This is an optimization exercise on Yosys and OpenROAD, whose aim is a short achievable clock period and few clock cycles per item, not a production implementation. Function was checked by simulation only, so behaviour that the tests miss may differ from the original. Power figures rest on the tool's default switching activity, not on a simulated workload.

<file path="flow/flow/run.sh">
#!/bin/bash
set -euo pipefail
bash standard.sh SETUP_SLACK_MARGIN=7.2 finish > standard.log 2>&1
</file>
<file path="flow/standard.sh">
#!/bin/bash
# synth_recipe.tcl (not shown) runs the flow's synth.tcl, then flattens the netlist and writes it again
# the make line also repeats each setting of config.mk as NAME=value (left out here)
make -C /OpenROAD-flow-scripts/flow DESIGN_CONFIG=/design/flow/config.mk WORK_HOME=/design/flow/orfs CLKGATE_MAP_FILE= SYNTH_SCRIPT=/design/flow/synth_recipe.tcl "${@:-finish}"
</file>
<file path="flow/config.mk">
export PLATFORM = sky130hd
export DESIGN_NAME = shx_engine
export DESIGN_NICKNAME = shx_engine
export VERILOG_FILES = /design/flow/design.v
export SDC_FILE = /design/flow/constraint.sdc
export NUM_CORES = 4
export LEC_CHECK = 0
export ABC_CLOCK_PERIOD_IN_PS = 2500
export CAP_MARGIN = 20
export CORE_MARGIN = 2
export CORE_UTILIZATION = 60
export CTS_CLUSTER_DIAMETER = 150
export CTS_CLUSTER_SIZE = 20
export PLACE_DENSITY = 0.75
export SLEW_MARGIN = 20
</file>
<file path="flow/constraint.sdc">
create_clock -name core_clock -period 10.0 [get_ports {clk}]
set_input_delay 2.0000 -clock core_clock [delete_from_list [all_inputs] [get_ports {clk}]]
set_output_delay 2.0000 -clock core_clock [all_outputs]
set_load 0.01 [all_outputs]
</file>
<file path="flow/design.v">
module shx_fifo (
    input  wire        clk,
    input  wire        clr,
    input  wire        push,
    input  wire [31:0] din,
    input  wire        pop,
    output wire [63:0] win,
    output wire        ge1,
    output wire        ge2
);
    reg [159:0] f;
    reg [5:0]   lvl;           
    assign win = f[63:0];
    assign ge1 = !lvl[0];
    assign ge2 = !lvl[0] && !lvl[1];
    wire [191:0] fx = {32'd0, f};
    integer i;
    always @(posedge clk) begin
        for (i = 0; i < 5; i = i + 1) begin
            if (pop)
                f[32*i +: 32] <= (push && lvl[i+1]) ? din : fx[32*(i+1) +: 32];
            else if (push && lvl[i])
                f[32*i +: 32] <= din;
        end
        if (clr)
            lvl <= 6'b000001;
        else if (push && !pop)
            lvl <= {lvl[4:0], 1'b0};
        else if (pop && !push)
            lvl <= {1'b0, lvl[5:1]};
    end
endmodule
module shx_engine (
    input  wire        clk,
    input  wire        rst,
    input  wire        start,
    input  wire [16:0] held_len,
    output wire        ready,
    output wire        blk_rd_en,
    output wire [14:0] blk_rd_addr,
    input  wire [31:0] blk_rd_data,
    output wire        out_we,
    output wire [13:0] out_waddr,
    output wire [3:0]  out_wstrb,
    output wire [31:0] out_wdata,
    output wire        out_re,
    output wire [13:0] out_raddr,
    input  wire [31:0] out_rdata,
    output reg         done,
    output reg  [1:0]  verdict
);
    localparam [1:0] V_OK = 2'd0, V_MAL = 2'd1, V_CRC = 2'd2;
    localparam [3:0] S_IDLE = 4'd0,  S_HDR  = 4'd1,  S_H1   = 4'd2,  S_P1   = 4'd6,  S_P4  = 4'd7,
                     S_P3   = 4'd8,  S_LITW = 4'd9,  S_END  = 4'd10,
                     S_FIN2 = 4'd12, S_MAL  = 4'd13;
    localparam [1:0] K_LIT = 2'd0, K_REP = 2'd1, K_UPF = 2'd2, K_UPS = 2'd3;
    function [31:0] crc32_l1(input [31:0] x);
        begin
            crc32_l1[0] = ^(x & 32'h0000011F);
            crc32_l1[1] = ^(x & 32'h0000023F);
            crc32_l1[2] = ^(x & 32'h0000047E);
            crc32_l1[3] = ^(x & 32'h000008FC);
            crc32_l1[4] = ^(x & 32'h000010E6);
            crc32_l1[5] = ^(x & 32'h000020D2);
            crc32_l1[6] = ^(x & 32'h000040BA);
            crc32_l1[7] = ^(x & 32'h0000806A);
            crc32_l1[8] = ^(x & 32'h000100D5);
            crc32_l1[9] = ^(x & 32'h000200B5);
            crc32_l1[10] = ^(x & 32'h00040074);
            crc32_l1[11] = ^(x & 32'h000800E8);
            crc32_l1[12] = ^(x & 32'h001000CE);
            crc32_l1[13] = ^(x & 32'h00200082);
            crc32_l1[14] = ^(x & 32'h0040001A);
            crc32_l1[15] = ^(x & 32'h00800035);
            crc32_l1[16] = ^(x & 32'h0100006B);
            crc32_l1[17] = ^(x & 32'h020000D7);
            crc32_l1[18] = ^(x & 32'h040000B0);
            crc32_l1[19] = ^(x & 32'h0800007F);
            crc32_l1[20] = ^(x & 32'h100000FE);
            crc32_l1[21] = ^(x & 32'h200000E3);
            crc32_l1[22] = ^(x & 32'h400000D9);
            crc32_l1[23] = ^(x & 32'h800000AC);
            crc32_l1[24] = ^(x & 32'h00000046);
            crc32_l1[25] = ^(x & 32'h0000008D);
            crc32_l1[26] = ^(x & 32'h00000004);
            crc32_l1[27] = ^(x & 32'h00000008);
            crc32_l1[28] = ^(x & 32'h00000011);
            crc32_l1[29] = ^(x & 32'h00000023);
            crc32_l1[30] = ^(x & 32'h00000047);
            crc32_l1[31] = ^(x & 32'h0000008F);
        end
    endfunction
    function [31:0] crc32_l2(input [31:0] x);
        begin
            crc32_l2[0] = ^(x & 32'h00011F91);
            crc32_l2[1] = ^(x & 32'h00023F23);
            crc32_l2[2] = ^(x & 32'h00047E47);
            crc32_l2[3] = ^(x & 32'h0008FC8E);
            crc32_l2[4] = ^(x & 32'h0010E68D);
            crc32_l2[5] = ^(x & 32'h0020D28B);
            crc32_l2[6] = ^(x & 32'h0040BA87);
            crc32_l2[7] = ^(x & 32'h00806A9E);
            crc32_l2[8] = ^(x & 32'h0100D53C);
            crc32_l2[9] = ^(x & 32'h0200B5E8);
            crc32_l2[10] = ^(x & 32'h04007440);
            crc32_l2[11] = ^(x & 32'h0800E881);
            crc32_l2[12] = ^(x & 32'h1000CE93);
            crc32_l2[13] = ^(x & 32'h200082B6);
            crc32_l2[14] = ^(x & 32'h40001AFC);
            crc32_l2[15] = ^(x & 32'h800035F9);
            crc32_l2[16] = ^(x & 32'h00006BF2);
            crc32_l2[17] = ^(x & 32'h0000D7E5);
            crc32_l2[18] = ^(x & 32'h0000B05A);
            crc32_l2[19] = ^(x & 32'h00007F24);
            crc32_l2[20] = ^(x & 32'h0000FE48);
            crc32_l2[21] = ^(x & 32'h0000E301);
            crc32_l2[22] = ^(x & 32'h0000D992);
            crc32_l2[23] = ^(x & 32'h0000ACB5);
            crc32_l2[24] = ^(x & 32'h000046FB);
            crc32_l2[25] = ^(x & 32'h00008DF7);
            crc32_l2[26] = ^(x & 32'h0000047E);
            crc32_l2[27] = ^(x & 32'h000008FC);
            crc32_l2[28] = ^(x & 32'h000011F9);
            crc32_l2[29] = ^(x & 32'h000023F2);
            crc32_l2[30] = ^(x & 32'h000047E4);
            crc32_l2[31] = ^(x & 32'h00008FC8);
        end
    endfunction
    function [31:0] crc32_l3(input [31:0] x);
        begin
            crc32_l3[0] = ^(x & 32'h011F91CA);
            crc32_l3[1] = ^(x & 32'h023F2395);
            crc32_l3[2] = ^(x & 32'h047E472B);
            crc32_l3[3] = ^(x & 32'h08FC8E57);
            crc32_l3[4] = ^(x & 32'h10E68D65);
            crc32_l3[5] = ^(x & 32'h20D28B01);
            crc32_l3[6] = ^(x & 32'h40BA87C9);
            crc32_l3[7] = ^(x & 32'h806A9E58);
            crc32_l3[8] = ^(x & 32'h00D53CB0);
            crc32_l3[9] = ^(x & 32'h00B5E8AB);
            crc32_l3[10] = ^(x & 32'h0074409C);
            crc32_l3[11] = ^(x & 32'h00E88138);
            crc32_l3[12] = ^(x & 32'h00CE93BB);
            crc32_l3[13] = ^(x & 32'h0082B6BC);
            crc32_l3[14] = ^(x & 32'h001AFCB2);
            crc32_l3[15] = ^(x & 32'h0035F965);
            crc32_l3[16] = ^(x & 32'h006BF2CB);
            crc32_l3[17] = ^(x & 32'h00D7E596);
            crc32_l3[18] = ^(x & 32'h00B05AE6);
            crc32_l3[19] = ^(x & 32'h007F2406);
            crc32_l3[20] = ^(x & 32'h00FE480C);
            crc32_l3[21] = ^(x & 32'h00E301D2);
            crc32_l3[22] = ^(x & 32'h00D9926F);
            crc32_l3[23] = ^(x & 32'h00ACB514);
            crc32_l3[24] = ^(x & 32'h0046FBE3);
            crc32_l3[25] = ^(x & 32'h008DF7C6);
            crc32_l3[26] = ^(x & 32'h00047E47);
            crc32_l3[27] = ^(x & 32'h0008FC8E);
            crc32_l3[28] = ^(x & 32'h0011F91C);
            crc32_l3[29] = ^(x & 32'h0023F239);
            crc32_l3[30] = ^(x & 32'h0047E472);
            crc32_l3[31] = ^(x & 32'h008FC8E5);
        end
    endfunction
    function [31:0] crc32_l4(input [31:0] x);
        begin
            crc32_l4[0] = ^(x & 32'h1F91CAF6);
            crc32_l4[1] = ^(x & 32'h3F2395EC);
            crc32_l4[2] = ^(x & 32'h7E472BD8);
            crc32_l4[3] = ^(x & 32'hFC8E57B1);
            crc32_l4[4] = ^(x & 32'hE68D6595);
            crc32_l4[5] = ^(x & 32'hD28B01DD);
            crc32_l4[6] = ^(x & 32'hBA87C94C);
            crc32_l4[7] = ^(x & 32'h6A9E586F);
            crc32_l4[8] = ^(x & 32'hD53CB0DE);
            crc32_l4[9] = ^(x & 32'hB5E8AB4B);
            crc32_l4[10] = ^(x & 32'h74409C60);
            crc32_l4[11] = ^(x & 32'hE88138C1);
            crc32_l4[12] = ^(x & 32'hCE93BB74);
            crc32_l4[13] = ^(x & 32'h82B6BC1F);
            crc32_l4[14] = ^(x & 32'h1AFCB2C8);
            crc32_l4[15] = ^(x & 32'h35F96591);
            crc32_l4[16] = ^(x & 32'h6BF2CB23);
            crc32_l4[17] = ^(x & 32'hD7E59646);
            crc32_l4[18] = ^(x & 32'hB05AE67B);
            crc32_l4[19] = ^(x & 32'h7F240600);
            crc32_l4[20] = ^(x & 32'hFE480C00);
            crc32_l4[21] = ^(x & 32'hE301D2F6);
            crc32_l4[22] = ^(x & 32'hD9926F1B);
            crc32_l4[23] = ^(x & 32'hACB514C0);
            crc32_l4[24] = ^(x & 32'h46FBE377);
            crc32_l4[25] = ^(x & 32'h8DF7C6EE);
            crc32_l4[26] = ^(x & 32'h047E472B);
            crc32_l4[27] = ^(x & 32'h08FC8E57);
            crc32_l4[28] = ^(x & 32'h11F91CAF);
            crc32_l4[29] = ^(x & 32'h23F2395E);
            crc32_l4[30] = ^(x & 32'h47E472BD);
            crc32_l4[31] = ^(x & 32'h8FC8E57B);
        end
    endfunction
    function [31:0] crc32_t1(input [7:0] x);
        begin
            crc32_t1[0] = ^(x & 8'h1F);
            crc32_t1[1] = ^(x & 8'h3F);
            crc32_t1[2] = ^(x & 8'h7E);
            crc32_t1[3] = ^(x & 8'hFC);
            crc32_t1[4] = ^(x & 8'hE6);
            crc32_t1[5] = ^(x & 8'hD2);
            crc32_t1[6] = ^(x & 8'hBA);
            crc32_t1[7] = ^(x & 8'h6A);
            crc32_t1[8] = ^(x & 8'hD5);
            crc32_t1[9] = ^(x & 8'hB5);
            crc32_t1[10] = ^(x & 8'h74);
            crc32_t1[11] = ^(x & 8'hE8);
            crc32_t1[12] = ^(x & 8'hCE);
            crc32_t1[13] = ^(x & 8'h82);
            crc32_t1[14] = ^(x & 8'h1A);
            crc32_t1[15] = ^(x & 8'h35);
            crc32_t1[16] = ^(x & 8'h6B);
            crc32_t1[17] = ^(x & 8'hD7);
            crc32_t1[18] = ^(x & 8'hB0);
            crc32_t1[19] = ^(x & 8'h7F);
            crc32_t1[20] = ^(x & 8'hFE);
            crc32_t1[21] = ^(x & 8'hE3);
            crc32_t1[22] = ^(x & 8'hD9);
            crc32_t1[23] = ^(x & 8'hAC);
            crc32_t1[24] = ^(x & 8'h46);
            crc32_t1[25] = ^(x & 8'h8D);
            crc32_t1[26] = ^(x & 8'h04);
            crc32_t1[27] = ^(x & 8'h08);
            crc32_t1[28] = ^(x & 8'h11);
            crc32_t1[29] = ^(x & 8'h23);
            crc32_t1[30] = ^(x & 8'h47);
            crc32_t1[31] = ^(x & 8'h8F);
        end
    endfunction
    function [31:0] crc32_t2(input [15:0] x);
        begin
            crc32_t2[0] = ^(x & 16'h1F91);
            crc32_t2[1] = ^(x & 16'h3F23);
            crc32_t2[2] = ^(x & 16'h7E47);
            crc32_t2[3] = ^(x & 16'hFC8E);
            crc32_t2[4] = ^(x & 16'hE68D);
            crc32_t2[5] = ^(x & 16'hD28B);
            crc32_t2[6] = ^(x & 16'hBA87);
            crc32_t2[7] = ^(x & 16'h6A9E);
            crc32_t2[8] = ^(x & 16'hD53C);
            crc32_t2[9] = ^(x & 16'hB5E8);
            crc32_t2[10] = ^(x & 16'h7440);
            crc32_t2[11] = ^(x & 16'hE881);
            crc32_t2[12] = ^(x & 16'hCE93);
            crc32_t2[13] = ^(x & 16'h82B6);
            crc32_t2[14] = ^(x & 16'h1AFC);
            crc32_t2[15] = ^(x & 16'h35F9);
            crc32_t2[16] = ^(x & 16'h6BF2);
            crc32_t2[17] = ^(x & 16'hD7E5);
            crc32_t2[18] = ^(x & 16'hB05A);
            crc32_t2[19] = ^(x & 16'h7F24);
            crc32_t2[20] = ^(x & 16'hFE48);
            crc32_t2[21] = ^(x & 16'hE301);
            crc32_t2[22] = ^(x & 16'hD992);
            crc32_t2[23] = ^(x & 16'hACB5);
            crc32_t2[24] = ^(x & 16'h46FB);
            crc32_t2[25] = ^(x & 16'h8DF7);
            crc32_t2[26] = ^(x & 16'h047E);
            crc32_t2[27] = ^(x & 16'h08FC);
            crc32_t2[28] = ^(x & 16'h11F9);
            crc32_t2[29] = ^(x & 16'h23F2);
            crc32_t2[30] = ^(x & 16'h47E4);
            crc32_t2[31] = ^(x & 16'h8FC8);
        end
    endfunction
    function [31:0] crc32_t3(input [23:0] x);
        begin
            crc32_t3[0] = ^(x & 24'h1F91CA);
            crc32_t3[1] = ^(x & 24'h3F2395);
            crc32_t3[2] = ^(x & 24'h7E472B);
            crc32_t3[3] = ^(x & 24'hFC8E57);
            crc32_t3[4] = ^(x & 24'hE68D65);
            crc32_t3[5] = ^(x & 24'hD28B01);
            crc32_t3[6] = ^(x & 24'hBA87C9);
            crc32_t3[7] = ^(x & 24'h6A9E58);
            crc32_t3[8] = ^(x & 24'hD53CB0);
            crc32_t3[9] = ^(x & 24'hB5E8AB);
            crc32_t3[10] = ^(x & 24'h74409C);
            crc32_t3[11] = ^(x & 24'hE88138);
            crc32_t3[12] = ^(x & 24'hCE93BB);
            crc32_t3[13] = ^(x & 24'h82B6BC);
            crc32_t3[14] = ^(x & 24'h1AFCB2);
            crc32_t3[15] = ^(x & 24'h35F965);
            crc32_t3[16] = ^(x & 24'h6BF2CB);
            crc32_t3[17] = ^(x & 24'hD7E596);
            crc32_t3[18] = ^(x & 24'hB05AE6);
            crc32_t3[19] = ^(x & 24'h7F2406);
            crc32_t3[20] = ^(x & 24'hFE480C);
            crc32_t3[21] = ^(x & 24'hE301D2);
            crc32_t3[22] = ^(x & 24'hD9926F);
            crc32_t3[23] = ^(x & 24'hACB514);
            crc32_t3[24] = ^(x & 24'h46FBE3);
            crc32_t3[25] = ^(x & 24'h8DF7C6);
            crc32_t3[26] = ^(x & 24'h047E47);
            crc32_t3[27] = ^(x & 24'h08FC8E);
            crc32_t3[28] = ^(x & 24'h11F91C);
            crc32_t3[29] = ^(x & 24'h23F239);
            crc32_t3[30] = ^(x & 24'h47E472);
            crc32_t3[31] = ^(x & 24'h8FC8E5);
        end
    endfunction
    function [31:0] crc32_t4(input [31:0] x);
        begin
            crc32_t4[0] = ^(x & 32'h1F91CAF6);
            crc32_t4[1] = ^(x & 32'h3F2395EC);
            crc32_t4[2] = ^(x & 32'h7E472BD8);
            crc32_t4[3] = ^(x & 32'hFC8E57B1);
            crc32_t4[4] = ^(x & 32'hE68D6595);
            crc32_t4[5] = ^(x & 32'hD28B01DD);
            crc32_t4[6] = ^(x & 32'hBA87C94C);
            crc32_t4[7] = ^(x & 32'h6A9E586F);
            crc32_t4[8] = ^(x & 32'hD53CB0DE);
            crc32_t4[9] = ^(x & 32'hB5E8AB4B);
            crc32_t4[10] = ^(x & 32'h74409C60);
            crc32_t4[11] = ^(x & 32'hE88138C1);
            crc32_t4[12] = ^(x & 32'hCE93BB74);
            crc32_t4[13] = ^(x & 32'h82B6BC1F);
            crc32_t4[14] = ^(x & 32'h1AFCB2C8);
            crc32_t4[15] = ^(x & 32'h35F96591);
            crc32_t4[16] = ^(x & 32'h6BF2CB23);
            crc32_t4[17] = ^(x & 32'hD7E59646);
            crc32_t4[18] = ^(x & 32'hB05AE67B);
            crc32_t4[19] = ^(x & 32'h7F240600);
            crc32_t4[20] = ^(x & 32'hFE480C00);
            crc32_t4[21] = ^(x & 32'hE301D2F6);
            crc32_t4[22] = ^(x & 32'hD9926F1B);
            crc32_t4[23] = ^(x & 32'hACB514C0);
            crc32_t4[24] = ^(x & 32'h46FBE377);
            crc32_t4[25] = ^(x & 32'h8DF7C6EE);
            crc32_t4[26] = ^(x & 32'h047E472B);
            crc32_t4[27] = ^(x & 32'h08FC8E57);
            crc32_t4[28] = ^(x & 32'h11F91CAF);
            crc32_t4[29] = ^(x & 32'h23F2395E);
            crc32_t4[30] = ^(x & 32'h47E472BD);
            crc32_t4[31] = ^(x & 32'h8FC8E57B);
        end
    endfunction
    function [15:0] crc16_h2(input [31:0] x);
        begin
            crc16_h2[0] = ^(x & 32'h11191911);
            crc16_h2[1] = ^(x & 32'h22323222);
            crc16_h2[2] = ^(x & 32'h44646444);
            crc16_h2[3] = ^(x & 32'h88C8C888);
            crc16_h2[4] = ^(x & 32'h10919110);
            crc16_h2[5] = ^(x & 32'h313B3B31);
            crc16_h2[6] = ^(x & 32'h62767662);
            crc16_h2[7] = ^(x & 32'hC4ECECC4);
            crc16_h2[8] = ^(x & 32'h88D9D988);
            crc16_h2[9] = ^(x & 32'h10B3B310);
            crc16_h2[10] = ^(x & 32'h20666620);
            crc16_h2[11] = ^(x & 32'h40CCCC40);
            crc16_h2[12] = ^(x & 32'h91818191);
            crc16_h2[13] = ^(x & 32'h22030322);
            crc16_h2[14] = ^(x & 32'h44060644);
            crc16_h2[15] = ^(x & 32'h880C0C88);
        end
    endfunction
    function [15:0] crc16_h4(input [47:0] x);
        begin
            crc16_h4[0] = ^(x & 48'h1119581C1C58);
            crc16_h4[1] = ^(x & 48'h2232B03838B0);
            crc16_h4[2] = ^(x & 48'h446460717160);
            crc16_h4[3] = ^(x & 48'h88C8C0E2E2C0);
            crc16_h4[4] = ^(x & 48'h109181C5C581);
            crc16_h4[5] = ^(x & 48'h313B5B97975B);
            crc16_h4[6] = ^(x & 48'h6276B62E2EB6);
            crc16_h4[7] = ^(x & 48'hC4EC6C5D5D6C);
            crc16_h4[8] = ^(x & 48'h88D9D9BABAD9);
            crc16_h4[9] = ^(x & 48'h10B3B37575B3);
            crc16_h4[10] = ^(x & 48'h206667EBEB67);
            crc16_h4[11] = ^(x & 48'h40CCCED6D6CE);
            crc16_h4[12] = ^(x & 48'h9181C5B1B1C5);
            crc16_h4[13] = ^(x & 48'h22038B63638B);
            crc16_h4[14] = ^(x & 48'h440616C7C716);
            crc16_h4[15] = ^(x & 48'h880C2C8E8E2C);
        end
    endfunction
    reg [3:0] state;
    reg       ready_r;
    assign ready = ready_r;
    wire idle = (state == S_IDLE);
    reg         a_req;
    reg         a_rq;
    reg  [14:0] a_addr;
    reg  [14:0] a_ra;          
    reg         a_v1;
    reg  [2:0]  a_tot;         
    reg         a_on;
    reg  [1:0]  q_l;           
    wire [63:0] a_win;
    wire        a_ge1, a_ge2;
    wire        a_pop;
    assign blk_rd_en   = a_req;
    assign blk_rd_addr = a_addr;
    wire a_issue = a_on && (a_tot < 3'd5);
    shx_fifo fa (.clk(clk), .clr(idle), .push(a_v1), .din(blk_rd_data), .pop(a_pop),
                 .win(a_win), .ge1(a_ge1), .ge2(a_ge2));
    reg         b_req;
    reg         b_rq;
    reg  [13:0] b_addr;
    reg  [13:0] b_ra;          
    reg         b_v1;
    reg  [2:0]  b_tot;
    reg         b_on;
    wire [63:0] b_win;
    wire        b_ge1, b_ge2;
    wire        b_pop;
    wire        b_clr;
    assign out_re    = b_req;
    assign out_raddr = b_addr;
    wire b_issue = b_on && (b_tot < 3'd5);
    shx_fifo fb (.clk(clk), .clr(b_clr), .push(b_v1), .din(out_rdata), .pop(b_pop),
                 .win(b_win), .ge1(b_ge1), .ge2(b_ge2));
    reg         h0_ok;         
    reg         h_raw;
    reg  [31:0] h1, h2, h3;
    reg  [15:0] h_chk;
    reg  [2:0]  hk;
    reg  [15:0] crc16;
    reg  [16:0] held;
    reg  [15:0] hw;
    reg  [32:0] orig_p32;
    reg  [17:0] mp_a, mp_b, mp_c;   
    reg  [21:0] prod;          
    reg         c_bad;         
    reg         m_bad;         
    reg  [16:0] d1;            
    reg  [17:0] d2;            
    reg  [17:0] d1m4, d2m4;    
    reg         f1, f2;        
    reg  [31:0] crc_exp;
    reg  [17:0] rq0;           
    reg  [16:0] orig_m1;
    wire [15:0] f_dots  = h1[15:0];
    wire [7:0]  f_lines = h1[23:16];
    wire [7:0]  f_bpd   = h1[31:24];
    reg  [18:0] wbits;
    reg         bpd_ok;
    reg  [18:0] wb_r;
    reg         h_bad;         
    always @* begin
        bpd_ok = 1'b1;
        case (f_bpd)
            8'd1: wbits = {3'd0, f_dots};
            8'd2: wbits = {2'd0, f_dots, 1'b0};
            8'd4: wbits = {1'd0, f_dots, 2'b0};
            8'd6: wbits = {1'd0, f_dots, 2'b0} + {2'd0, f_dots, 1'b0};
            8'd8: wbits = {f_dots, 3'b0};
            default: begin
                wbits  = 19'd0;
                bpd_ok = 1'b0;
            end
        endcase
    end
    reg  [16:0] pp;            
    reg  [17:0] rem_p;         
    reg  [17:0] rem_q;         
    reg         rem_p_z, rem_q_z;    
    reg         bad_r;         
    reg  [1:0]  t_op;
    reg  [16:0] s_x, s_e, s_s;
    reg  [13:0] s_sw1;
    reg  [17:0] s_rp, s_rq;
    reg         s_bad;
    reg  [1:0]  t_ql;          
    reg         t_cross;       
    reg  [16:0] t_nm1;         
    reg  [7:0]  t_rep;
    reg  [17:0] rq_h;          
    reg  [17:0] rq_h1;         
    reg  [17:0] t_d, t_dm4;
    reg         t_fast;
    reg  [1:0]  prev_up;       
    reg         c_v;
    reg  [1:0]  c_k;
    reg         c_cont;        
    reg         c_pref;        
    reg         hz_ok;         
    reg  [14:0] c_pw;
    reg  [1:0]  c_pl;
    reg  [14:0] c_wrem;
    reg         c_lw;
    reg         c_w1;
    reg         c_w2;
    reg  [1:0]  c_ll;
    reg  [7:0]  c_rep;
    reg  [16:0] c_s;
    reg  [13:0] c_sw1;
    reg         e_act;
    reg         e_lit, e_rep, e_upf, e_ups;    
    reg  [14:0] pw;            
    reg  [1:0]  pl;            
    reg  [14:0] wrem;          
    reg         lw_r;          
    reg         w1_r;          
    reg  [1:0]  e_ll;          
    reg  [7:0]  e_rb;
    reg  [1:0]  e_sl;          
    reg         need2;         
    reg         xw;         
    reg  [16:0] s;
    reg  [1:0]  ph;
    reg         we_r;
    reg  [13:0] wa_r;
    reg  [3:0]  ws_r;
    reg  [31:0] wd_r;
    assign out_we    = we_r;
    assign out_waddr = wa_r;
    assign out_wstrb = ws_r;
    assign out_wdata = wd_r;
    reg         k_v;           
    reg  [2:0]  k_n;
    reg  [31:0] k_d;
    reg  [31:0] crc32;
    reg         crc_eq;
    reg  [31:0] dterm;
    reg  [2:0]  dn;
    reg         dv;
    wire [63:0] win   = e_upf ? b_win : a_win;
    wire [1:0]  hi    = lw_r ? e_ll : 2'd3;
    wire [1:0]  span  = hi - pl;
    wire [2:0]  send  = {1'b0, e_sl} + {1'b0, span};
    wire        a_has = need2 ? a_ge2 : a_ge1;
    wire        b_has = need2 ? b_ge2 : b_ge1;
    wire step_cp = e_rep || (e_lit && a_has) || (e_upf && b_has);
    wire step_sl = e_ups && (ph == 2'd2);
    wire fin_now = (step_cp && lw_r) || (step_sl && lw_r && (pl == e_ll));
    wire p4_go   = (state == S_P4) && !c_v;
    wire e_free  = !e_act || fin_now;
    wire load    = (c_v || p4_go) && e_free;
    wire [1:0]  p4_k    = (t_op == 2'd0) ? K_LIT : (t_op == 2'd1) ? K_REP :
                          t_fast ? K_UPF : K_UPS;
    wire        p4_cont = t_op[1] && t_fast && (prev_up == t_op);
    wire [1:0]  n_k     = c_v ? c_k : p4_k;
    wire        n_cont  = c_v ? c_cont : p4_cont;
    wire        n_pref  = c_v && c_pref;
    wire [14:0] n_pw    = c_v ? c_pw : pp[16:2];
    wire [1:0]  n_pl    = c_v ? c_pl : pp[1:0];
    wire [14:0] n_wrem  = c_v ? c_wrem : s_x[16:2];
    wire        n_lw    = c_v ? c_lw : (s_x[16:2] == 15'd0);
    wire        n_w1    = c_v ? c_w1 : (s_x[16:2] == 15'd1);
    wire [1:0]  n_ll    = c_v ? c_ll : s_x[1:0];
    wire [7:0]  n_rep   = c_v ? c_rep : t_rep;
    wire [16:0] n_s     = c_v ? c_s : s_s;
    wire [13:0] n_sw1   = c_v ? c_sw1 : s_sw1;
    wire nxt_w   = (step_cp && !lw_r) || (step_sl && !lw_r && (pl == 2'd3));
    wire [1:0] sl_nx = send[1:0] + 2'd1;
    wire [1:0] hi_n    = w1_r ? e_ll : 2'd3;
    wire [2:0] send_n  = {1'b0, sl_nx} + {1'b0, hi_n};
    wire [1:0] sl_c    = (n_k == K_LIT) ? q_l : n_s[1:0];
    wire [1:0] hi_c    = n_lw ? n_ll : 2'd3;
    wire [1:0] span_c  = hi_c - n_pl;
    wire [2:0] send_c  = {1'b0, sl_c} + {1'b0, span_c};
    reg  [31:0] src_sh;
    always @* begin
        case (e_sl)
            2'd0: src_sh = win[31:0];
            2'd1: src_sh = win[39:8];
            2'd2: src_sh = win[47:16];
            default: src_sh = win[55:24];
        endcase
    end
    wire [2:0]  rot = 3'd4 + {1'b0, e_sl} - {1'b0, pl};
    wire [95:0] rv  = {win, 32'd0};
    reg  [31:0] rot_w;
    always @* begin
        case (rot)
            3'd1: rot_w = rv[39:8];
            3'd2: rot_w = rv[47:16];
            3'd3: rot_w = rv[55:24];
            3'd4: rot_w = rv[63:32];
            3'd5: rot_w = rv[71:40];
            3'd6: rot_w = rv[79:48];
            default: rot_w = rv[87:56];
        endcase
    end
    reg [7:0] slow_b;
    always @* begin
        case (s[1:0])
            2'd0: slow_b = out_rdata[7:0];
            2'd1: slow_b = out_rdata[15:8];
            2'd2: slow_b = out_rdata[23:16];
            default: slow_b = out_rdata[31:24];
        endcase
    end
    wire [3:0] smask = (4'b1111 << pl) & (4'b1111 >> (2'd3 - hi));
    wire       mrg     = e_rep && lw_r && (e_ll != 2'd3) && c_v && (c_k == K_REP);
    wire       mrg_all = mrg && c_lw;         
    wire [1:0] hi_m    = c_lw ? c_ll : 2'd3;
    wire [3:0] mmask   = (4'b1111 << pl) & (4'b1111 >> (2'd3 - hi_m));
    wire [3:0] lo_lanes = 4'b1111 >> (2'd3 - e_ll);           
    wire [1:0] n1m1    = e_ll - pl;                           
    wire [3:0] lo_bytes = 4'b1111 >> (2'd3 - n1m1);           
    reg  [31:0] m_wd, m_kd;
    integer mj;
    always @* begin
        for (mj = 0; mj < 4; mj = mj + 1) begin
            m_wd[8*mj +: 8] = lo_lanes[mj] ? e_rb : c_rep;
            m_kd[8*mj +: 8] = lo_bytes[mj] ? e_rb : c_rep;
        end
    end
    reg  [31:0] a_sh;          
    always @* begin
        case (q_l)
            2'd0: a_sh = a_win[31:0];
            2'd1: a_sh = a_win[39:8];
            2'd2: a_sh = a_win[47:16];
            default: a_sh = a_win[55:24];
        endcase
    end
    wire [7:0] tb    = a_sh[7:0];
    wire [1:0] tb_hl = (tb[5:0] < 6'd62) ? 2'd1 : (tb[5:0] == 6'd62) ? 2'd2 : 2'd3;
    wire [2:0] tb_k  = {1'b0, tb_hl} + ((tb[7:6] == 2'd1) ? 3'd1 : 3'd0);
    wire [2:0] tb_e  = {1'b0, q_l} + tb_k;
    wire [17:0] rq_m1 = rem_q - 18'd1;
    wire [17:0] rq_m2 = rem_q - 18'd2;
    wire [17:0] rq_m3 = rem_q - 18'd3;
    wire [17:0] rq_m4 = rem_q - 18'd4;
    assign a_pop = ((state == S_P3) && t_cross) || ((state == S_HDR) && a_ge1) ||
                   (e_lit && a_has && xw);
    assign b_pop = e_upf && b_has && xw;
    wire pref  = c_v && (c_k == K_UPF) && !c_cont && !c_pref && hz_ok &&
                 e_act && !e_upf && !e_ups && !fin_now;
    assign b_clr = (load && (n_k == K_UPF) && !n_cont && !n_pref) || pref;
    wire [16:0] p3_x   = {15'd0, pp[1:0]} + t_nm1;
    wire [17:0] p3_e   = {1'b0, pp} + {1'b0, t_nm1} + 18'd1;
    wire [17:0] p3_s   = {1'b0, pp} - t_d;
    wire [17:0] p3_s4  = {1'b0, pp} - t_dm4;
    wire [17:0] p3_rp  = rem_p + {1'b1, ~t_nm1};
    wire [17:0] p3_rql = rq_h + {1'b1, ~t_nm1};
    wire p3_bad = rq_h[17] || p3_rp[17] ||
                  ((t_op == 2'd0) && p3_rql[17]) ||
                  ((t_op == 2'd1) && rq_h1[17]) ||
                  (t_op[1] && p3_s[17]);
    wire [31:0] t_1 = crc32_t1(k_d[7:0]);
    wire [31:0] t_2 = crc32_t2(k_d[15:0]);
    wire [31:0] t_3 = crc32_t3(k_d[23:0]);
    wire [31:0] t_4 = crc32_t4(k_d);
    wire [31:0] l_1 = crc32_l1(crc32);
    wire [31:0] l_2 = crc32_l2(crc32);
    wire [31:0] l_3 = crc32_l3(crc32);
    wire [31:0] l_4 = crc32_l4(crc32);
    wire [15:0] h16_2 = crc16_h2({a_win[15:0], crc16});
    wire [15:0] h16_4 = crc16_h4({a_win[31:0], crc16});
    always @(posedge clk) begin
        if (idle)
            held <= held_len;
        k_v  <= step_cp || step_sl;
        wa_r <= pw[13:0];
        if (e_ups) begin
            ws_r <= 4'b0001 << pl;
            wd_r <= {4{slow_b}};
            k_d  <= {24'd0, slow_b};
            k_n  <= 3'd1;
        end else if (mrg) begin
            ws_r <= mmask;
            wd_r <= m_wd;
            k_d  <= m_kd;
            k_n  <= {1'b0, hi_m - pl} + 3'd1;
        end else begin
            ws_r <= smask;
            wd_r <= e_rep ? {4{e_rb}} : rot_w;
            k_d  <= e_rep ? {4{e_rb}} : src_sh;
            k_n  <= {1'b0, span} + 3'd1;
        end
        dn   <= k_n;
        case (k_n)
            3'd1: dterm <= t_1;
            3'd2: dterm <= t_2;
            3'd3: dterm <= t_3;
            default: dterm <= t_4;
        endcase
        if (idle) begin
            crc32 <= 32'hFFFFFFFF;
        end else if (dv) begin
            case (dn)
                3'd1: crc32 <= l_1 ^ dterm;
                3'd2: crc32 <= l_2 ^ dterm;
                3'd3: crc32 <= l_3 ^ dterm;
                default: crc32 <= l_4 ^ dterm;
            endcase
        end
        crc_eq <= ((crc32 ^ crc_exp) == 32'hFFFFFFFF);
        if (load) begin
            if (mrg) begin
                pw    <= pw + 15'd1;
                pl    <= 2'd0;
                wrem  <= c_wrem - 15'd1;
                w1_r  <= c_w2;
            end else begin
                pw    <= n_pw;
                pl    <= n_pl;
                wrem  <= n_wrem;
                w1_r  <= n_w1;
            end
            e_ll  <= n_ll;
            e_rb  <= n_rep;
            s     <= n_s;
            e_sl  <= sl_c;
            need2 <= send_c[2];
            xw <= (send_c >= 3'd3);
        end else if (nxt_w) begin
            pw    <= pw + 15'd1;
            pl    <= 2'd0;
            wrem  <= wrem - 15'd1;
            w1_r  <= (wrem == 15'd2);
            e_sl  <= sl_nx;
            need2 <= send_n[2];
            xw <= (send_n >= 3'd3);
            if (step_sl)
                s <= s + 17'd1;
        end else if (step_sl) begin
            pl    <= pl + 2'd1;
            s     <= s + 17'd1;
        end else if (step_cp) begin
            e_sl  <= sl_nx;
        end
        if (state == S_HDR && a_ge1) begin
            case (hk)
                3'd0: begin
                    h0_ok <= (a_win[15:0] == 16'h5853) && (a_win[23:16] == 8'h01) &&
                             (a_win[31:26] == 6'd0);
                    h_raw <= a_win[24];
                end
                3'd1: h1 <= a_win[31:0];
                3'd2: h2 <= a_win[31:0];
                3'd3: h3 <= a_win[31:0];
                3'd4: crc_exp <= a_win[31:0];
                3'd7: h_chk <= a_win[31:16];
                default: ;
            endcase
        end
        wb_r  <= wbits;
        h_bad <= (f_dots == 16'd0) || (f_lines == 8'd0) || (f_lines > 8'd32) || !bpd_ok ||
                 (wbits[2:0] != 3'd0) || (h2 > 32'd65536) ||
                 (h3 < 32'd33) || (h3 > {15'd0, held});
        hw       <= wb_r[18:3];
        orig_p32 <= {1'b0, h2} + 33'd32;
        c_bad    <= h_raw ? ({1'b0, h3} != orig_p32) : ({1'b0, h3} > orig_p32);
        mp_a     <= (f_lines[0] ? {2'd0, hw} : 18'd0) + (f_lines[1] ? {1'b0, hw, 1'b0} : 18'd0);
        mp_b     <= (f_lines[2] ? {2'd0, hw} : 18'd0) + (f_lines[3] ? {1'b0, hw, 1'b0} : 18'd0);
        mp_c     <= (f_lines[4] ? {2'd0, hw} : 18'd0) + (f_lines[5] ? {1'b0, hw, 1'b0} : 18'd0);
        prod     <= {4'd0, mp_a} + {2'd0, mp_b, 2'd0} + {mp_c, 4'd0};
        m_bad    <= (h2[31:22] != 10'd0) || (prod != h2[21:0]);
        d1       <= {1'b0, hw};
        d2       <= {1'b0, hw, 1'b0};
        d1m4     <= {2'd0, hw} - 18'd4;
        d2m4     <= {1'b0, hw, 1'b0} - 18'd4;
        f1       <= (hw >= 16'd64);
        f2       <= (hw >= 16'd32);
        rq0      <= {1'b0, h3[16:0]} - 18'd32;
        orig_m1  <= h2[16:0] - 17'd1;
        if (state == S_P1) begin
            t_op    <= tb[7:6];
            t_ql    <= tb_e[1:0];
            t_cross <= tb_e[2];
            if (tb[5:0] < 6'd62)
                t_nm1 <= {11'd0, tb[5:0]};
            else if (tb[5:0] == 6'd62)
                t_nm1 <= 17'd62 + {9'd0, a_sh[15:8]};
            else
                t_nm1 <= 17'd318 + {1'b0, a_sh[23:8]};
            t_rep  <= (tb_hl == 2'd1) ? a_sh[15:8] : (tb_hl == 2'd2) ? a_sh[23:16] : a_sh[31:24];
            rq_h   <= (tb_hl == 2'd1) ? rq_m1 : (tb_hl == 2'd2) ? rq_m2 : rq_m3;
            rq_h1  <= (tb_hl == 2'd1) ? rq_m2 : (tb_hl == 2'd2) ? rq_m3 : rq_m4;
            t_d    <= (tb[7:6] == 2'd2) ? {1'b0, d1} : d2;
            t_dm4  <= (tb[7:6] == 2'd2) ? d1m4 : d2m4;
            t_fast <= (tb[7:6] == 2'd2) ? f1 : f2;
        end
        if (state == S_P3) begin
            s_x   <= p3_x;
            s_e   <= p3_e[16:0];
            s_s   <= p3_s[16:0];
            s_sw1 <= p3_s4[15:2];
            s_rp  <= p3_rp;
            s_rq  <= (t_op == 2'd0) ? p3_rql : (t_op == 2'd1) ? rq_h1 : rq_h;
            s_bad <= p3_bad;
        end
        if (state == S_P4 && !c_v) begin
            c_k    <= p4_k;
            c_cont <= p4_cont;
            c_pref <= 1'b0;
            c_pw   <= pp[16:2];
            c_pl   <= pp[1:0];
            c_wrem <= s_x[16:2];
            c_lw   <= (s_x[16:2] == 15'd0);
            c_w1   <= (s_x[16:2] == 15'd1);
            c_w2   <= (s_x[16:2] == 15'd2);
            c_ll   <= s_x[1:0];
            c_rep  <= t_rep;
            c_s    <= s_s;
            c_sw1  <= s_sw1;
        end
        if (pref)
            c_pref <= 1'b1;
        if (state == S_H1) begin
            c_k    <= K_LIT;
            c_cont <= 1'b0;
            c_pref <= 1'b0;
            c_pw   <= 15'd0;
            c_pl   <= 2'd0;
            c_wrem <= orig_m1[16:2];
            c_lw   <= (orig_m1[16:2] == 15'd0);
            c_w1   <= (orig_m1[16:2] == 15'd1);
            c_w2   <= (orig_m1[16:2] == 15'd2);
            c_ll   <= orig_m1[1:0];
        end
    end
    always @(posedge clk) begin
        done    <= !rst && ((state == S_FIN2) || (state == S_MAL));
        verdict <= (state == S_MAL) ? V_MAL : crc_eq ? V_OK : V_CRC;
        ready_r <= rst || (idle && !start) || (state == S_FIN2) || (state == S_MAL);
        a_req   <= !rst && (a_issue || (idle && start));
        a_addr  <= idle ? 15'd0 : a_ra;
        b_req   <= !rst && (b_clr || b_issue || (e_ups && ph == 2'd0));
        b_addr  <= b_clr ? n_s[15:2] : b_issue ? b_ra : s[15:2];
        a_rq    <= a_issue || (idle && start);
        b_rq    <= b_clr || b_issue || (e_ups && ph == 2'd0);
        hz_ok   <= ({1'b0, pw[13:0]} > ({1'b0, c_s[15:2]} + 15'd8)) && c_v;
    end
    always @(posedge clk) begin
        if (rst) begin
            state   <= S_IDLE;
            a_on    <= 1'b0;
            b_on    <= 1'b0;
            c_v     <= 1'b0;
            e_act   <= 1'b0;
            e_lit   <= 1'b0;
            e_rep   <= 1'b0;
            e_upf   <= 1'b0;
            e_ups   <= 1'b0;
            we_r    <= 1'b0;
            dv      <= 1'b0;
        end else begin
            a_v1 <= a_rq;
            if (a_issue)
                a_ra <= a_ra + 15'd1;
            a_tot <= a_tot + {2'd0, a_issue} - {2'd0, a_pop};
            b_v1 <= b_rq;
            if (b_issue)
                b_ra <= b_ra + 14'd1;
            b_tot <= b_tot + {2'd0, b_issue} - {2'd0, b_pop};
            we_r <= step_cp || step_sl;
            if (e_ups)
                ph <= (ph == 2'd2) ? 2'd0 : ph + 2'd1;
            if (nxt_w)
                lw_r <= w1_r;
            if (step_cp && e_lit)
                q_l <= sl_nx;
            if (fin_now) begin
                e_act <= 1'b0;
                e_lit <= 1'b0;
                e_rep <= 1'b0;
                e_upf <= 1'b0;
                e_ups <= 1'b0;
            end
            if (fin_now && e_upf)
                b_on <= 1'b0;
            if (load) begin
                c_v   <= 1'b0;
                e_act <= 1'b1;
                e_lit <= (n_k == K_LIT);
                e_rep <= (n_k == K_REP);
                e_upf <= (n_k == K_UPF);
                e_ups <= (n_k == K_UPS);
                lw_r  <= mrg ? c_w1 : n_lw;
                ph    <= 2'd0;
                if (n_k == K_UPF)
                    b_on <= 1'b1;
            end
            if (mrg_all) begin
                e_act <= 1'b0;
                e_rep <= 1'b0;
            end
            if (b_clr) begin
                b_on  <= 1'b1;
                b_ra  <= n_sw1;
                b_tot <= 3'd1;
                b_v1  <= 1'b0;
            end
            dv   <= k_v && !idle;
            case (state)
                S_IDLE: begin
                    a_ra    <= 15'd1;
                    a_tot   <= 3'd0;
                    a_v1    <= 1'b0;
                    q_l     <= 2'd0;
                    hk      <= 3'd0;
                    crc16   <= 16'hFFFF;
                    pp      <= 17'd0;
                    bad_r   <= 1'b0;
                    prev_up <= 2'd0;
                    if (start) begin
                        a_on    <= 1'b1;
                        a_tot   <= 3'd1;
                        state   <= S_HDR;
                    end
                end
                S_HDR: if (a_ge1) begin
                    hk <= hk + 3'd1;
                    if (hk == 3'd7) begin
                        crc16 <= h16_2;
                        state <= S_H1;
                    end else begin
                        crc16 <= h16_4;
                    end
                end
                S_H1: begin
                    rem_p   <= {1'b0, h2[16:0]};
                    rem_q   <= rq0;
                    rem_p_z <= (h2[16:0] == 17'd0);
                    rem_q_z <= (rq0 == 18'd0);
                    if ((crc16 != h_chk) || !h0_ok || h_bad || c_bad || m_bad) begin
                        state <= S_MAL;
                    end else if (h_raw) begin
                        c_v   <= 1'b1;
                        state <= S_END;
                    end else begin
                        state <= S_P1;
                    end
                end
                S_P1: begin
                    if (bad_r) begin
                        state <= S_MAL;
                    end else if (rem_p_z) begin
                        state <= rem_q_z ? S_END : S_MAL;
                    end else if (rem_q_z) begin
                        state <= S_MAL;
                    end else if (a_ge2) begin
                        state <= S_P3;
                    end
                end
                S_P3: begin
                    q_l   <= t_ql;
                    state <= S_P4;
                end
                S_P4: begin
                    if (!c_v) begin
                        c_v     <= !e_free;      
                        prev_up <= (t_op[1] && t_fast) ? t_op : 2'd0;
                        bad_r   <= s_bad;
                        pp      <= s_e;
                        rem_p   <= s_rp;
                        rem_q   <= s_rq;
                        rem_p_z <= (s_rp == 18'd0);
                        rem_q_z <= (s_rq == 18'd0);
                        state   <= (t_op == 2'd0) ? S_LITW : S_P1;
                    end
                end
                S_LITW: begin
                    if (bad_r)
                        state <= S_MAL;
                    else if (!c_v && (!e_lit || fin_now))
                        state <= S_P1;
                end
                S_END: begin
                    if (!c_v && !e_act && !k_v && !dv)
                        state <= S_FIN2;
                end
                S_FIN2: begin
                    a_on    <= 1'b0;
                    state   <= S_IDLE;
                end
                S_MAL: begin
                    a_on    <= 1'b0;
                    b_on    <= 1'b0;
                    c_v     <= 1'b0;
                    e_act   <= 1'b0;
                    e_lit   <= 1'b0;
                    e_rep   <= 1'b0;
                    e_upf   <= 1'b0;
                    e_ups   <= 1'b0;
                    we_r    <= 1'b0;
                            dv      <= 1'b0;
                    state   <= S_IDLE;
                end
                default: state <= S_IDLE;
            endcase
        end
    end
endmodule
</file>
==> run notes, run 1 <==
- Status: complete, but fails checks
- The layout checks failed on antenna rules.
- For the worst setup path, the data required time is 8000 ps.
* Via count of the first global-routing pass: 61800
* Top achievable clock speed: 307 MHz
- In the routed layout, each cell is associated on average with a via count of 6.40.
- TritonCTS built the clock tree.
* Clock Sink Count: 1384
* DPL Wire Length: 195000 um
- The worst setup path is launched from a flip-flop.
- Row generation in the floorplan step produced 135 rows.
- The mapped netlist covers 81300 um^2.
* Die span in y: 372 um
* Die Span X: 372 um
* Drt first pass iters: 9
* Transition at the pin with the smallest max-transition slack: 1080 ps
- The tool flagged a number of max-cap violations equal to 0.
* Io pins: 170
* Shortest period the worst path allows: 3260 ps
* Largest net degree at the start of global routing: 87
- Critical path buffer and inverter count: 1
- In the routed design, unresolved DRC markers number 0.
- Setup violations remaining at the end of the flow were counted as 0.
* Worst-Skew Late Latency: 760 ps
- After synthesis, the share of flip-flops with an asynchronous set or reset is 0%.
* Maximum net fanout on the critical path: 1
- First-pass GRT wire length: 409000 um
- In the synthesized netlist the dominant register cell turns out to be dfxtp_1.
- The final number of max-transition violations was 0.
- Leakage power figure: 37.4 nW
* Number of enable-type register cells in the synthesized netlist: 665
- Across the VDD grid, the largest voltage drop is 0.373 mV.
* Antenna violations before repair: 14
* Ratio of cells with drive above 1 in the final layout: 18.1%
* Worst setup path category: flip-flop to primary output
- Once the floorplan was initialized, standard cells occupied 60.3% of the core.
- Final non-filler cell area: 94800 um^2
* Commonest non-fill, non-tap cell in the layout: xnor2_1
- Wires add up to 287000 um.
- Gr ovfl total: 0
- The final hold violation count came to 0.
- Synthesis produced a netlist whose cell count is 8118.
- Averaged over all synthesized cells, the footprint is 10.0 um^2.
* Syn nets: 8540
- Max Buffers Root-to-Sink: 3
* Unrepaired setup endpoints after global routing: yes
- Instance area after placement: 84800 um^2
- STA classifies the critical path endpoint as a primary output.
- Root cell of the clock tree: clkbuf_16
- The design draws 0.0292 W.
* CTS clock-pin slew for the worst setup and hold paths: 90 ps
- From synthesis to final layout, the design area changed by 16.6%.
- Fill cells in the final layout number 9979.
* Standard cell core area: 135000 um^2
* Nets@finish: 8880
* Vias post-DR: 66000
- Min-Delay Path Class: flip-flop to flip-flop
- Top library cells by usage in the layout, fill and taps aside: xnor2_1, nor2_1, nand2_1, edfxtp_1, dfxtp_1
- Number of register bits inferred by synthesis: 1384
- CTS built an H-tree with a depth of 3.
- During synthesis, Yosys emitted a total of 2 warnings.
* Worst slack after detailed placement: 4770 ps
* Wire length per cell after detailed routing: 27.8 um
* Family with the most delay on the worst path: flip-flops
- Gp weighted congestion: 1.02
- For this run, the slowest stage of the critical path takes 410 ps.
- The worst path uses 32.6% of the clock period.
* Proportion of synthesized chip area in sequential cells: 42.2%
- Data arrives at the worst endpoint at 1260 ps.
* Final setup TNS: 0 ps
- Slowest CP cell: dfxtp_4
- Measured against its own limit, the worst slew margin works out to 27.4%.
* Number of routed nets with antenna violations: 1
* Cell breakdown of the critical path: buf_6
* Layout Skew: 60.2 ps
- Yosys cell types: 93
- Areal power density over the cells: 308 nW/um^2
- Tot GR Track Use: 40.0%
- Minimum setup slack in the final design: 6740 ps
- Input and output buffers added on the ports amount to 169.
- In this run, CTS created clock tree buffers numbering 80.
- 1st-iter DRT viols: 8059
* Hold slack: 330 ps
- The die covers 139000 um^2.
==> power by group <==
group          internal (W)  switching, W  total (W)
clock network       0.00155       0.00197    0.00352
logic               0.00741       0.00983     0.0172
registers           0.00731       0.00114    0.00845
total                0.0163        0.0129     0.0292
==> synthesized netlist by cell type (62+ instances only) <==
| cell type | instances | area [um^2] |
|---|---|---|
| a211oi_1 | 78 | 586 |
| a21oi_1 | 291 | 1460 |
| a22o_1 | 69 | 604 |
| and2_1 | 142 | 888 |
| buf_2 | 70 | 350 |
| clkbuf_1 | 281 | 1050 |
| dfxtp_1 | 719 | 14400 |
| edfxtp_1 | 665 | 20000 |
| ha_1 | 307 | 3840 |
| inv_1 | 266 | 998 |
| mux2_2 | 137 | 1540 |
| mux2i_1 | 170 | 1700 |
| nand2_1 | 708 | 2660 |
| nand3_1 | 129 | 646 |
| nor2_1 | 816 | 3060 |
| nor2b_1 | 63 | 394 |
| nor3_1 | 128 | 641 |
| nor4_1 | 62 | 388 |
| o21ai_0 | 303 | 1520 |
| o22ai_1 | 241 | 1510 |
| xnor2_1 | 1048 | 9180 |
| xnor3_1 | 78 | 1760 |
| xor2_1 | 380 | 3330 |
==> worst paths after layout <==
| path | slack [ps] | depth (start not counted) | end | start |
|---|---|---|---|---|
| max | 6740 | 1 | blk_rd_en | a_req |
| min | 330 | 0 | hw[8] | wb_r[11] |
| max reg2reg | 6890 | 11 | xw | s_x[14] |
| min reg2reg | 330 | 0 | hw[8] | wb_r[11] |
==> cell families after synthesis <==
logic type | after synthesis | synth area share (%)
AND/OR/NAND/NOR | 2312 | 12.9
adder cells (fa/ha/maj) | 338 | 5.48
multiplexers | 348 | 5.12
flip-flops | 1384 | 42.2
buffers and inverters | 714 | 3.60
AO/OA/AOI/OAI | 1461 | 11.7
XOR/XNOR | 1561 | 19.0
==> layout make-up <==
cell class | count | area [um^2] | share of cell area (%)
diodes | 15 | 37.5 | 0.0396
clock buffers | 133 | 2200 | 2.32
clock inverters | 9 | 173 | 0.182
inverters | 278 | 1130 | 1.19
multi-input cells | 6024 | 47500 | 50.1
flip-flops and latches | 1384 | 34600 | 36.5
well taps | 1781 | 2230 | 2.35
repair buffers | 686 | 6890 | 7.27
repair inverters | 4 | 40.0 | 0.0422
==> repair_timing <==
| action | CTS | global route |
|---|---|---|
| setup endpoints to repair | 1019 | 554 |
| gates resized for setup | 1005 | 372 |
| setup buffers | 216 | 125 |
| pin swaps | 124 | 166 |
| hold buffers | 0 | 0 |
| gates cloned | 24 | 6 |
==> sequential cells by signal (all words and copies together), names as in the netlist, 22 cells and up <==
signal    cells
orig_p32     33
h1           32
h3           32
fb.f        160
wd_r         32
k_d          32
prod         22
fa.f        160
dterm        32
crc_exp      32
h2           32
crc32        32
==> per-layer routing <==
| layer | global-route usage (%) | share of wire (%) | vias to the layer above | wire (um) |
|---|---|---|---|---|
| met2 | 62.9 | 45 | 3888 | 130000 |
| li1 | - | - | 29200 | - |
| met1 | 52.5 | 38 | 32000 | 110000 |
| met5 | 0 | 0.034 | - | 97 |
| met3 | 7.86 | 10 | 934 | 29100 |
| met4 | 20.7 | 6.3 | 14 | 18000 |
==> metrics by stage <==
stage | util [%] | instances
5_1_grt | 70.2 | 10300
3_5_place_dp | 62.9 | 9786
2_1_floorplan | - | 8118
3_3_place_gp | 62.8 | 9786
6_report | 70.3 | 10300
4_1_cts | 68.1 | 10200
Testbench counts, summed over its fixed seeds: cycles 516,639, out bytes 2,053,632.
==> inputs of run 2 (changes only) <==
--- a/flow/config.mk
+++ b/flow/config.mk
@@ -12,4 +12,4 @@
 export CTS_CLUSTER_DIAMETER = 150
 export CTS_CLUSTER_SIZE = 20
-export PLACE_DENSITY = 0.75
+export PLACE_DENSITY = 0.72
 export SLEW_MARGIN = 20
==> run notes, run 2 <==
- The flow ran to the end and the layout has no timing, DRC or antenna violations.
- Max Buffers Root-to-Sink: 3 (unchanged)
- The final period utilization is 32.4% (-0.23 points).
* Area of the multi-input gates: 47300 um^2 (-0.61%)
* Top library cells by usage in the layout, fill and taps aside: xnor2_1, nor2_1, nand2_1, edfxtp_1, dfxtp_1
- The sequential standard cell area was 34600 um^2 (about the same).
- Cells on worst reg2reg path: 10 (-1)
- Largest net degree at the start of global routing: 87 (unchanged)
- Synthesized instance count: 8118 (unchanged)
* Tot GR Track Use: 39.9% (-0.094 points)
- In this run the critical register-to-register path is captured at s_bad.
- The number of flops mapped to enable cells by yosys was 665 (unchanged).
- Gr ovfl total: 0 (unchanged)
* TritonCTS buffer count: 80 (unchanged)
- By instance count, the leading cell after synthesis is xnor2_1.
- The routability congestion estimate was 1.00 (-1.6%).
* Worst-Skew Late Latency: 760 ps (about the same)
- STA classifies the critical path endpoint as a primary output.
- The number of library cell types mapped by synthesis came to 93 (unchanged).
- Setup repair after global routing could not meet its margin everywhere.
- DRC violation count after routing: 0 (unchanged)
- The worst relative slew slack is 21.7% (-5.7 points).
* Wire length per cell after detailed routing: 27.8 um (-0.12%)
- Layout Skew: 58.3 ps (-1.83 ps)
- The count of max-cap constraint violations is 0 (unchanged).
- Commonest register cell after synthesis: dfxtp_1
- Clock Sink Count: 1384 (unchanged)
* Syn avg cell area: 10.0 um^2 (unchanged)
- Vias post-DR: 66300 (+0.35%)
- The number of detailed-routing iterations run before antenna repair was 8 (-1).
- Top achievable clock speed: 309 MHz (+0.72%)
- Final hold violation count: 0 (unchanged)
- Initial core utilization: 60.3% (unchanged)
- Worst setup path category: flip-flop to primary output
- Cell breakdown of the critical path: buf_6
- Commonest non-fill, non-tap cell in the layout: xnor2_1
- Standard cell core area: 135000 um^2 (unchanged)
- Maximum VDD drop: 0.293 mV (-21%)
- Final Slew Violations: 0 (unchanged)
* Slowest CP cell: dfxtp_4
- Number of routed nets with antenna violations: 0 (-1)
- The die outline width was 372 um (unchanged).
- The number of nets produced by synthesis was 8540 (unchanged).
- The number of buffer and inverter instances along the worst setup path was 1 (unchanged).
- Layout Area Growth over Synthesis: 16.5% (about the same)
- Min-Delay Path Class: flip-flop to flip-flop
- First-pass GRT wire length: 409000 um (-0.17%)
* Ratio of cells with drive above 1 in the final layout: 18.4% (+0.23 points)
- Total Die Area: 139000 um^2 (unchanged)
- The time the worst path needs with I/O delays and setup is 3240 ps (-23.4 ps).
* Antenna violations before repair: 15 (+1)
* FILL cells: 10000 (+0.24%)
- Post-detailed-route via-to-cell ratio: 6.40 (about the same)
- The reg2reg setup slack was 6950 ps (+60 ps).
- Critical Path End: out_wdata[26]
- The peak per-stage delay on the critical path is 380 ps (-30 ps).
- Placement row count: 135 (unchanged)
- The biggest fanout along the worst timing path is 1 (unchanged).
- The final standard cell count with taps included and fillers excluded was 10400 (+0.39%).
* Nets@finish: 8921 (+0.46%)
* CP startpoint: wd_r[26]
- The standby leakage power was 37.4 nW (about the same).
- Via count of the first global-routing pass: 61600 (-0.39%)
* Total routed wirelength: 288000 um (+0.27%)
- The count of input and output buffers is 169 (unchanged).
- Io pins: 170 (unchanged)
* Final setup TNS: 0 ps (unchanged)
* Number of failing setup endpoints in the final timing report: 0 (unchanged)
- The async set-reset flop share out of synthesis came to 0% (unchanged).
- 1st-iter DRT viols: 8672 (+7.6%)
* Transition at the pin with the smallest max-transition slack: 1160 ps (+78.6 ps)
* Number of warnings issued by yosys: 2 (unchanged)
- Family with the most delay on the worst path: flip-flops
- The y dimension of the die came to 372 um (unchanged).
- R2r startpoint: t_nm1[6]
- Area share of the largest cell type after synthesis: 24.5% (unchanged)
- Areal power density over the cells: 306 nW/um^2 (-0.74%)
- The clock slew at the register clock pins of the worst setup and hold paths was 100 ps (about the same).
* Top cells by area, synth: edfxtp_1, dfxtp_1, xnor2_1
* # H-tree levels: 3 (unchanged)
- The flop and latch count out of synthesis is 1384 (unchanged).
* Post-Syn Area: 81300 um^2 (unchanged)
- Required time reported for the critical path endpoint: 8000 ps (about the same)
- Top flop regs: fa.f: 160 flops, fb.f: 160 flops, orig_p32: 33 flops
- TritonCTS built the clock tree.
* Proportion of synthesized chip area in sequential cells: 42.2% (unchanged)
* Hold_buf cts: 0 (unchanged)
- The data arrival at the endpoint of the critical path is 1240 ps (-20 ps).
- WP depth: 1 (unchanged)
- Post-Place Cells: 9778 (-0.082%)
- Ranked by instance count, the synthesized netlist is headed by xnor2_1, nor2_1, dfxtp_1.
* Synth area leader: edfxtp_1
- Worst hold path cell count: 0 (unchanged)
* CP Launch Type: flip-flop
- The HPWL reported at the end of detailed placement came to 195000 um (-0.22%).
* Root cell of the clock tree: clkbuf_16
==> run 2: cell type report <==
cell class                      count  share of cell area, %
Clock inverter                     10                  0.224
Tap cell                         1781                   2.35
Timing Repair inverter              4                 0.0343
Sequential cell                  1384                   36.5
Timing Repair Buffer              729                   7.52
Multi-Input combinational cell   6022                   49.8
Clock buffer                      135                   2.33
Antenna cell                       11                 0.0290
Inverter                          278                   1.17
==> run 2: what timing repair did <==
item / in CTS / in global routing
resized for setup: 954 / 399
pin swaps: 118 / 184
setup buffers: 216 / 183
gates cloned: 16 / 5
endpoints found under the setup margin: 1004 / 450
endpoints found under the hold margin: 0 / 0
==> run 2: worst min-delay path by stage <==
stage / start / end
global route: wb_r[15] / hw[12]
floorplan: wb_r[3] / hw[0]
global placement: mp_a[0] / prod[0]
detailed placement: wb_r[15] / hw[12]
finish: wb_r[15] / hw[12]
CTS: wb_r[15] / hw[12]
==> run 2: per-stage QoR <==
stage | setup WS (ps) | hold WS [ps] | area (um^2) | utilization [%] | power (W)
after CTS | 6740 | 327 | 91400 | 67.7 | 0.0280
after global placement | 5660 | 311 | 84700 | 62.8 | 0.0237
after floorplan | 6670 | 310 | 81600 | - | 0.0193
final | 6760 | 327 | 94800 | 70.2 | 0.0290
after detailed placement | 5560 | 312 | 84700 | 62.8 | 0.0238
after global routing | 6740 | 333 | 94800 | 70.2 | 0.0302
==> run 2: power by group <==
part	switching (W)	total [W]	internal (W)
registers	0.00110	0.00841	0.00732
logic	0.00960	0.0170	0.00744
clock network	0.00198	0.00353	0.00155
total	0.0127	0.0290	0.0163
==> run 2: worst reg2reg max path, cell delays in order, from the launching register on <==
cell,delay [ps]
edfxtp_1,550
inv_2,160
ha_4,220
a21o_1,190
a21oi_4,190
nor3b_4,250
a211oi_2,120
or3_4,360
a2111o_1,370
o211a_1,170
nand3b_1,200
==> run 2: routing by layer <==
layer	GRT usage [%]	share of wire, %
met2	62.4	45
met3	8.11	11
met5	0	0.017
met4	20.0	6.2
met1	52.7	38
==> run 2: cells by family (layout without fill, tap and decap cells) <==
group / after synthesis / after routing / synth area share [%]
adder cells (fa/ha/maj): 338 / 338 / 5.48
XOR/XNOR: 1561 / 1561 / 19.0
multiplexers: 348 / 348 / 5.12
buffers and inverters: 714 / 1156 / 3.60
flip-flops: 1384 / 1384 / 42.2
other: 0 / 11 / 0
AO/OA/AOI/OAI: 1461 / 1462 / 11.7
AND/OR/NAND/NOR: 2312 / 2313 / 12.9
==> inputs of run 3 (changes only) <==
--- a/flow/config.mk
+++ b/flow/config.mk
@@ -9,7 +9,7 @@
 export CAP_MARGIN = 20
 export CORE_MARGIN = 2
-export CORE_UTILIZATION = 60
+export CORE_UTILIZATION = 58
 export CTS_CLUSTER_DIAMETER = 150
 export CTS_CLUSTER_SIZE = 20
-export PLACE_DENSITY = 0.72
+export PLACE_DENSITY = 0.75
 export SLEW_MARGIN = 20
==> run notes, run 3 <==
- The flow ran to the end and the layout has no timing, DRC or antenna violations.
- Hold_buf cts: 0 (unchanged)
- The synthesized design spends more area on one cell type than any other, namely edfxtp_1.
- Critical path buffer and inverter count: 1 (unchanged)
- The count of cell instances traversed by the critical path came to 1 (unchanged).
* Tightest slew margin relative to the limit: 26.5% (+4.7 points)
- Worst hold path cell count: 0 (unchanged)
- Vias post-DR: 66700 (+0.67%)
- The final standard cell count with taps included and fillers excluded is 10400 (+0.60%).
- The clock net sink count is 1384 (unchanged).
* Synthesized instance count: 8118 (unchanged)
- On the critical path the largest part of the delay comes from flip-flops.
- The count of max-cap constraint violations is 0 (unchanged).
- Data arrival time of the critical path: 1260 ps (+20 ps)
- The total DRC errors in the routed layout is 0 (unchanged).
- Sequential group share of total power: 28.7% (-0.3 points)
- Most used standard cell by instance count after synthesis: xnor2_1
- The maximum clock skew at final layout is 79.1 ps (+20.7 ps).
- Met3 Track Usage GR: 7.62% (-0.49 points)
- The fraction of final layout cells with drive strength greater than 1 came to 17.9% (-0.46 points).
- Number of failing setup endpoints in the final timing report: 0 (unchanged)
* Final setup TNS: 0 ps (unchanged)
- Maximum VDD drop: 0.327 mV (+12%)
- Placement row count: 137 (+1.5%)
- Delay of the slowest cell on the worst path: 400 ps (+20 ps)
- The ratio of routed vias to standard cells is 6.41 (about the same).
- Layout Area Growth over Synthesis: 16.3%
- The final hold violation count came to 0 (unchanged).
- The clock latency of the later-clocked register in the worst-skew pair was 760 ps (about the same).
- First-pass GRT wire length: 410000 um (+0.36%)
- The async set-reset flop share out of synthesis came to 0% (unchanged).
- Wire length per cell after detailed routing: 27.3 um (-1.6%)
* Max Buffers Root-to-Sink: 3 (unchanged)
* Maximum net fanout on the critical path: 1 (unchanged)
- The routability congestion estimate is 1.02 (+2.1%).
- The flop and latch count out of synthesis came to 1384 (unchanged).
- The cell area power density was 308 nW/um^2 (+0.83%).
* Final worst path period share: 32.6% (+0.27 points)
- The initial antenna violation count was 13 (-2).
- Syn nets: 8540 (unchanged)
- Number of enable-type register cells in the synthesized netlist: 665 (unchanged)
* Root cell of the clock tree: clkbuf_16
- The net count reported at finish is 8897 (-0.27%).
- FILL cells: 10600 (+6.4%)
- Routing usage on met2: 60.0% (-2.4 points)
* Worst setup path category: flip-flop to primary output
- The area enclosed by the die boundary is 143000 um^2 (+3.4%).
* Top achievable clock speed: 306 MHz (-0.82%)
- The switching fraction of total power came to 44.2% (+0.50 points).
- DPL Wire Length: 192000 um (-1.2%)
- Post-Place Cells: 9874 (+0.98%)
- The time the worst path needs with I/O delays and setup is 3260 ps (+26.8 ps).
- The synthesized cell area came to 81300 um^2 (unchanged).
* Die Span X: 379 um (+1.7%)
- The count of nets left with antenna violations after detail routing came to 0 (unchanged).
- The worst setup path is captured at a primary output.
- After global routing, the most crowded layer is met2.
* Top cells by area, synth: edfxtp_1, dfxtp_1, xnor2_1
- P_int: 0.0163 W (-0.25%)
- Min-Delay Path Class: flip-flop to flip-flop
- Area share of the largest cell type after synthesis: 24.5% (unchanged)
- The clock network fraction of design power was 12.1% (about the same).
- The count of input and output buffers was 169 (unchanged).
- Transition at the pin with the smallest max-transition slack: 1100 ps (-61.3 ps)
- The tightest hold margin was 327 ps (-0.00500 ps).
- Fraction of power consumed by combinational cells: 59.2% (+0.4 points)
- Commonest cells in the synthesized netlist: xnor2_1, nor2_1, dfxtp_1
- Unrepaired setup endpoints after global routing: yes
* Commonest non-fill, non-tap cell in the layout: xnor2_1
* 1st-iter DRT viols: 9080 (+4.7%)
- The overall overflow remaining after global route was 0 (unchanged).
* Clock tree from TritonCTS: built
- Total routed wirelength: 285000 um (-0.98%)
* Syn avg cell area: 10.0 um^2 (unchanged)
* Slowest CP cell: dfxtp_4
* CTS clock-pin slew for the worst setup and hold paths: 100 ps (about the same)
* Met1 Resource Use GR: 50.2% (-2.5 points)
* Tot GR Track Use: 38.4% (-1.5 points)
- TritonCTS buffer count: 80 (unchanged)
* CP Launch Type: flip-flop
- The core area was 139000 um^2 (+3.3%).
* Cell breakdown of the critical path: buf_6
* Proportion of synthesized chip area in sequential cells: 42.2% (unchanged)
- The data required time of the critical path was 8000 ps (about the same).
- The most used flip-flop cell after synthesis is dfxtp_1.
* Top library cells by usage in the layout, fill and taps aside: xnor2_1, nor2_1, nand2_1, edfxtp_1, dfxtp_1
- The reg2reg setup slack was 7010 ps (+60 ps).
* Largest net degree at the start of global routing: 77 (-11%)
- The number of global-route vias before repair is 62800 (+2.0%).
- Top flop regs: fa.f: 160 flops, fb.f: 160 flops, orig_p32: 33 flops
- The maximum level of the CTS H-tree is 3 (unchanged).
- Yosys cell types: 93 (unchanged)
- The cell depth of the worst flop-to-flop path is 11 (+1).
* Die span in y: 379 um (+1.7%)
- The final number of max-transition violations came to 0 (unchanged).
- Drt first pass iters: 9 (+1)
- The net switching power was 0.0129 W (+1.8%).
- Initial core utilization: 58.4% (-1.9 points)
- Leakage power figure: 37.4 nW (about the same)
- The yosys synthesis warning count is 2 (unchanged).
- Io pins: 170 (unchanged)
run 3: cell counts after synthesis:
Identical to the previous run, type by type.
run 3: power by group through the flow:
| stage | combinational, W | clock (W) | sequential (W) |
|---|---|---|---|
| floorplan | 0.0114 | 0 | 0.00790 |
| global placement | 0.0155 | 0 | 0.00841 |
| detailed placement | 0.0155 | 0 | 0.00845 |
| CTS | 0.0164 | 0.00355 | 0.00828 |
| global route | 0.0181 | 0.00375 | 0.00842 |
| finish | 0.0173 | 0.00354 | 0.00836 |
run 3: area by class of cell:
cell class,count,area [um^2],share of cell area (%)
antenna,4,10.0,0.0106
clock buffer,133,2200,2.33
clock inverter,10,206,0.218
inverter,278,1120,1.19
multi-input combinational,6024,47200,49.9
sequential,1384,34600,36.5
tap,1876,2350,2.48
timing repair buffer,703,6950,7.35
timing repair inverter,4,35.0,0.0370
run 3: kinds of logic (layout without fill, tap and decap cells):
kind of cell,after synthesis,after routing,share of synthesized area [%]
buf+inv,714,1128,3.60
simple gates,2312,2314,12.9
xor+xnor,1561,1561,19.0
fa+ha+maj,338,338,5.48
compound gates,1461,1463,11.7
flops,1384,1384,42.2
mux,348,348,5.12
other cells,0,4,0
run 3: final timing paths:
kind,from,to
worst min register to register,wb_r[6],hw[3]
worst max register to register,s_x[12],xw
worst min-delay path,wb_r[6],hw[3]
worst max-delay path,wd_r[9],out_wdata[9]
run 3: what timing repair did:
action / in CTS / in global routing
resized for setup: 874 / 391
endpoints found under the setup margin: 950 / 564
pin swaps: 97 / 172
endpoints found under the hold margin: 0 / 0
gates cloned: 23 / 6
setup buffers: 225 / 141
run 3: stage by stage:
stage	util, %	setup WS (ps)	cell area (um^2)	power, W
final	67.9	6740	94600	0.0292
after global routing	67.9	6710	94600	0.0302
after CTS	65.8	6720	91700	0.0282
after detailed placement	60.9	5720	84900	0.0239
after global placement	60.9	5840	84900	0.0239
after floorplan	-	6670	81600	0.0193
run 3: routing by layer:
layer	wire [um]	share of wire, %
met1	106000	37
met2	128000	45
met3	31000	11
met4	19300	6.8
met5	83	0.029

## re-timing with driven ports
In the flow no input, the clock included, has a driving cell. The finished layouts below were timed again as built, in two steps.
Step 1: set_driving_cell puts a clkbuf_16 on clk and a buf_2 on each other input, an assumption about the parent block.
Step 2 times the ports against the registers' clock, not the clock port: input delays grow and output delays shrink by t, the midpoint of the rising clock arrivals with the driver on.
a / b / c = no drivers / after step 1 / after step 2; a / b = the first two.
run | shift t [ns] | slack for setup (ns)
run 1 | 0.813 | 6.739 / 6.655 / 6.478
run 2 | 0.818 | 6.763 / 6.670 / 6.426
run 3 | 0.800 | 6.736 / 6.657 / 6.446
